What follows belongs to an exercise in optimizing a design on an open flow for small area and a short achievable clock period; a production flow would make more cautious choices.

==> inputs of trial 79 <==
## block_quantiser
module block_quantiser (
    input  wire         clk,
    input  wire         rst,            
    input  wire         in_valid,
    input  wire [511:0] in_data,        
    input  wire [1:0]   in_fmt,         
    input  wire [2:0]   in_esc_shift,   
    input  wire [31:0]  in_outlier,     
    input  wire         in_blight,
    output reg          out_valid,
    output reg  [15:0]  out_scale,      
    output reg  [255:0] out_codes,      
    output reg  [1:0]   out_esc_count,
    output reg  [4:0]   out_esc0_pos,
    output reg  [15:0]  out_esc0_val,
    output reg  [4:0]   out_esc1_pos,
    output reg  [15:0]  out_esc1_val
);
Settings: LEC_CHECK=0, ABC_AREA=1, CAP_MARGIN=80, CORE_MARGIN=2, CORE_UTILIZATION=55, PLACE_DENSITY=0.7, SLEW_MARGIN=80; clock period 75.0 ns.
run.sh (not shown) runs the stock make flow with config.mk's settings and CLKGATE_MAP_FILE= SYNTH_SCRIPT=/design/flow/synth_recipe.tcl, a recipe that flattens the netlist after the stock synthesis.
==> trial 62: changes against trial 79 <==
--- a/flow/design.v
+++ b/flow/design.v
@@ -18,16 +18,42 @@
 );
     integer i, b;
     function [31:0] kbit(input [479:0] keys, input integer bb);
         integer k;
         begin
             for (k = 0; k < 32; k = k + 1) kbit[k] = keys[15*k + bb];
         end
     endfunction
+    function [47:0] elim(input [31:0] al_in, input [479:0] keys,
+                         input integer hb, input integer lb);
+        reg [31:0] al, x1, x0;
+        reg [15:0] v;
+        reg d1, d0;
+        integer bb;
+        begin
+            al = al_in;
+            v  = 16'd0;
+            for (bb = hb; bb > lb; bb = bb - 2) begin
+                x1 = kbit(keys, bb);
+                x0 = kbit(keys, bb - 1);
+                d1 = |(al & x1);
+                d0 = d1 ? |(al & x1 & x0) : |(al & x0);
+                al = al & (x1 | {32{~d1}}) & (x0 | {32{~d0}});
+                v  = {v[13:0], d1, d0};
+            end
+            if (((hb - lb) % 2) == 0) begin
+                x1 = kbit(keys, lb);
+                d1 = |(al & x1);
+                al = al & (x1 | {32{~d1}});
+                v  = {v[14:0], d1};
+            end
+            elim = {v, al};
+        end
+    endfunction
     function automatic [1:0] cnt2_r(input [31:0] v, input integer lo, input integer n);
         reg [1:0] x, y;
         begin
             if (n == 1) cnt2_r = {1'b0, v[lo]};
             else begin
                 x = cnt2_r(v, lo, n / 2);
                 y = cnt2_r(v, lo + n / 2, n - n / 2);
                 cnt2_r = {x[1] | y[1] | (x[0] & y[0]), x[0] | y[0]};
@@ -640,40 +666,27 @@
                 a_key[15*i +: 15] = 15'd0;
             else
                 a_key[15*i +: 15] = r0_data[16*i+14 -: 15];
         end
     end
     wire [2:0] a_nfc = cnt4(a_nf);                  
     wire [2:0] a_cc  = cnt4(a_live & ~a_nf);        
     reg [14:0] a_t0;
-    reg [31:0] a_al0, a_L0;
+    reg [31:0] a_L0, a_L1;
     reg [7:0]  a_E1;
-    reg [31:0] a_al1, a_L1;
-    reg [31:0] hit;
+    reg [47:0] ea, fa, e1;
     always @* begin
-        a_al0 = ~a_nf;
-        for (b = 14; b >= 7; b = b - 1) begin
-            hit = a_al0 & kbit(a_key, b);
-            a_t0[b] = |hit;
-            if (a_t0[b]) a_al0 = hit;
-        end
-        a_L0 = a_al0;
-        for (b = 6; b >= 0; b = b - 1) begin
-            hit = a_al0 & kbit(a_key, b);
-            a_t0[b] = |hit;
-            if (a_t0[b]) a_al0 = hit;
-        end
-        a_al1 = ~a_nf & ~a_L0;
-        for (b = 14; b >= 7; b = b - 1) begin
-            hit = a_al1 & kbit(a_key, b);
-            a_E1[b-7] = |hit;
-            if (a_E1[b-7]) a_al1 = hit;
-        end
-        a_L1 = a_al1;
+        ea   = elim(~a_nf, a_key, 14, 7);
+        a_L0 = ea[31:0];
+        fa   = elim(a_L0, a_key, 6, 0);
+        a_t0 = {ea[39:32], fa[38:32]};
+        e1   = elim(~a_nf & ~a_L0, a_key, 14, 7);
+        a_E1 = e1[39:32];
+        a_L1 = e1[31:0];
     end
     reg         ra_valid;
     reg [479:0] ra_key;
     reg [31:0]  ra_sign;
     reg [31:0]  ra_nf;
     reg [2:0]   ra_nfc;
     reg [2:0]   ra_cc;
     reg [14:0]  ra_t0;
@@ -695,40 +708,27 @@
         ra_L0     <= a_L0;
         ra_E1     <= a_E1;
         ra_L1     <= a_L1;
         ra_fmt    <= r0_fmt;
         ra_shift  <= r0_shift;
         ra_blight <= r0_blight;
     end
     reg [6:0]  b_F1;
-    reg [31:0] b_al1;
     reg [14:0] b_t2;
-    reg [31:0] b_al2, b_L2;
+    reg [31:0] b_L2;
     reg [31:0] b_ok3;
-    reg [31:0] hit2;
+    reg [47:0] f1, e2, f2;
     always @* begin
-        b_al1 = ra_L1;
-        for (b = 6; b >= 0; b = b - 1) begin
-            hit2 = b_al1 & kbit(ra_key, b);
-            b_F1[b] = |hit2;
-            if (b_F1[b]) b_al1 = hit2;
-        end
-        b_al2 = ~ra_nf & ~ra_L0 & ~ra_L1;
-        for (b = 14; b >= 7; b = b - 1) begin
-            hit2 = b_al2 & kbit(ra_key, b);
-            b_t2[b] = |hit2;
-            if (b_t2[b]) b_al2 = hit2;
-        end
-        b_L2 = b_al2;
-        for (b = 6; b >= 0; b = b - 1) begin
-            hit2 = b_al2 & kbit(ra_key, b);
-            b_t2[b] = |hit2;
-            if (b_t2[b]) b_al2 = hit2;
-        end
+        f1   = elim(ra_L1, ra_key, 6, 0);
+        b_F1 = f1[38:32];
+        e2   = elim(~ra_nf & ~ra_L0 & ~ra_L1, ra_key, 14, 7);
+        b_L2 = e2[31:0];
+        f2   = elim(b_L2, ra_key, 6, 0);
+        b_t2 = {e2[39:32], f2[38:32]};
         b_ok3 = ~ra_nf & ~ra_L0 & ~ra_L1 & ~b_L2;
     end
     wire [14:0] b_t1 = {ra_E1, b_F1};
     reg  [8:0]  b_thr_e;
     reg         b_low;
     reg  [31:0] b_reach;
     always @* begin
         b_thr_e = {1'b0, b_t2[14:7]} - {5'd0, ra_shift} - 9'd1;    
==> flow/flow/run.sh (new file) <==
#!/bin/bash
# Layout flow: the standard ORFS flow (standard.sh), with a setup slack
# margin for ORFS's timing repair (repair_timing in floorplan, CTS and global
# route) so that repair works on paths well inside the 75 ns clock period.
# Gate cloning is skipped. All of make's output, including every tool's log,
# goes to flow_make.log here; ORFS keeps each step's log under orfs/logs.
set -uo pipefail
bash standard.sh SETUP_SLACK_MARGIN=57 SKIP_GATE_CLONING=1 finish > flow_make.log 2>&1
==> flow/standard.sh (new file) <==
#!/bin/bash
# synth_recipe.tcl (not shown) runs the flow's synth.tcl, then flattens the netlist and writes it again
# the make line also repeats each setting of config.mk as NAME=value (left out here)
make -C /OpenROAD-flow-scripts/flow DESIGN_CONFIG=/design/flow/config.mk WORK_HOME=/design/flow/orfs CLKGATE_MAP_FILE= SYNTH_SCRIPT=/design/flow/synth_recipe.tcl "${@:-finish}"
- ABC_AREA: 1 -> default
- CAP_MARGIN: 80 -> 20
- CORE_UTILIZATION: 55 -> 40
- PLACE_DENSITY: 0.7 -> 0.6
- SLEW_MARGIN: 80 -> 20
removed: flow/run.sh
==> notes.md <==
- Trial 79 never finished: it broke off in global routing (5_1_grt). Trial 62 completed with no timing, DRC or antenna violations.
- Synthesized cell count: trial 79 is higher than trial 62 (about 20%).
- Between trial 79 and trial 62, the lower synthesized area is in trial 62 (gap 0.38%, measured against trial 62).
No run of this note included a check of the RTL's function; only the layout flow was run.

## port drivers added, routing unchanged
The flow's constraints put no driver on any port. The routed layout listed below was extracted and timed again, unchanged, in two steps.
Step 1 sets driving cells, clkbuf_16 on the clock port and buf_2 on the other inputs (assumed; they add their load-dependent delay and slew).
Step 2 also shifts input and output timing later by t, the mid clock arrival at the registers, as if the neighbouring blocks saw the same clock.
Three values: ideal, step 1, step 2; two values: the first two.
run: trial 62
t, ns: 1.195
setup WS [ns]: 55.235 / 55.235 / 55.235
worst data-port slew with drivers (ns): 0.17
After both steps trial 62 still meets setup and hold. For trial 62, drivers alone change the setup slack by 0.000 ns; drivers and shift together by 0.000 ns.
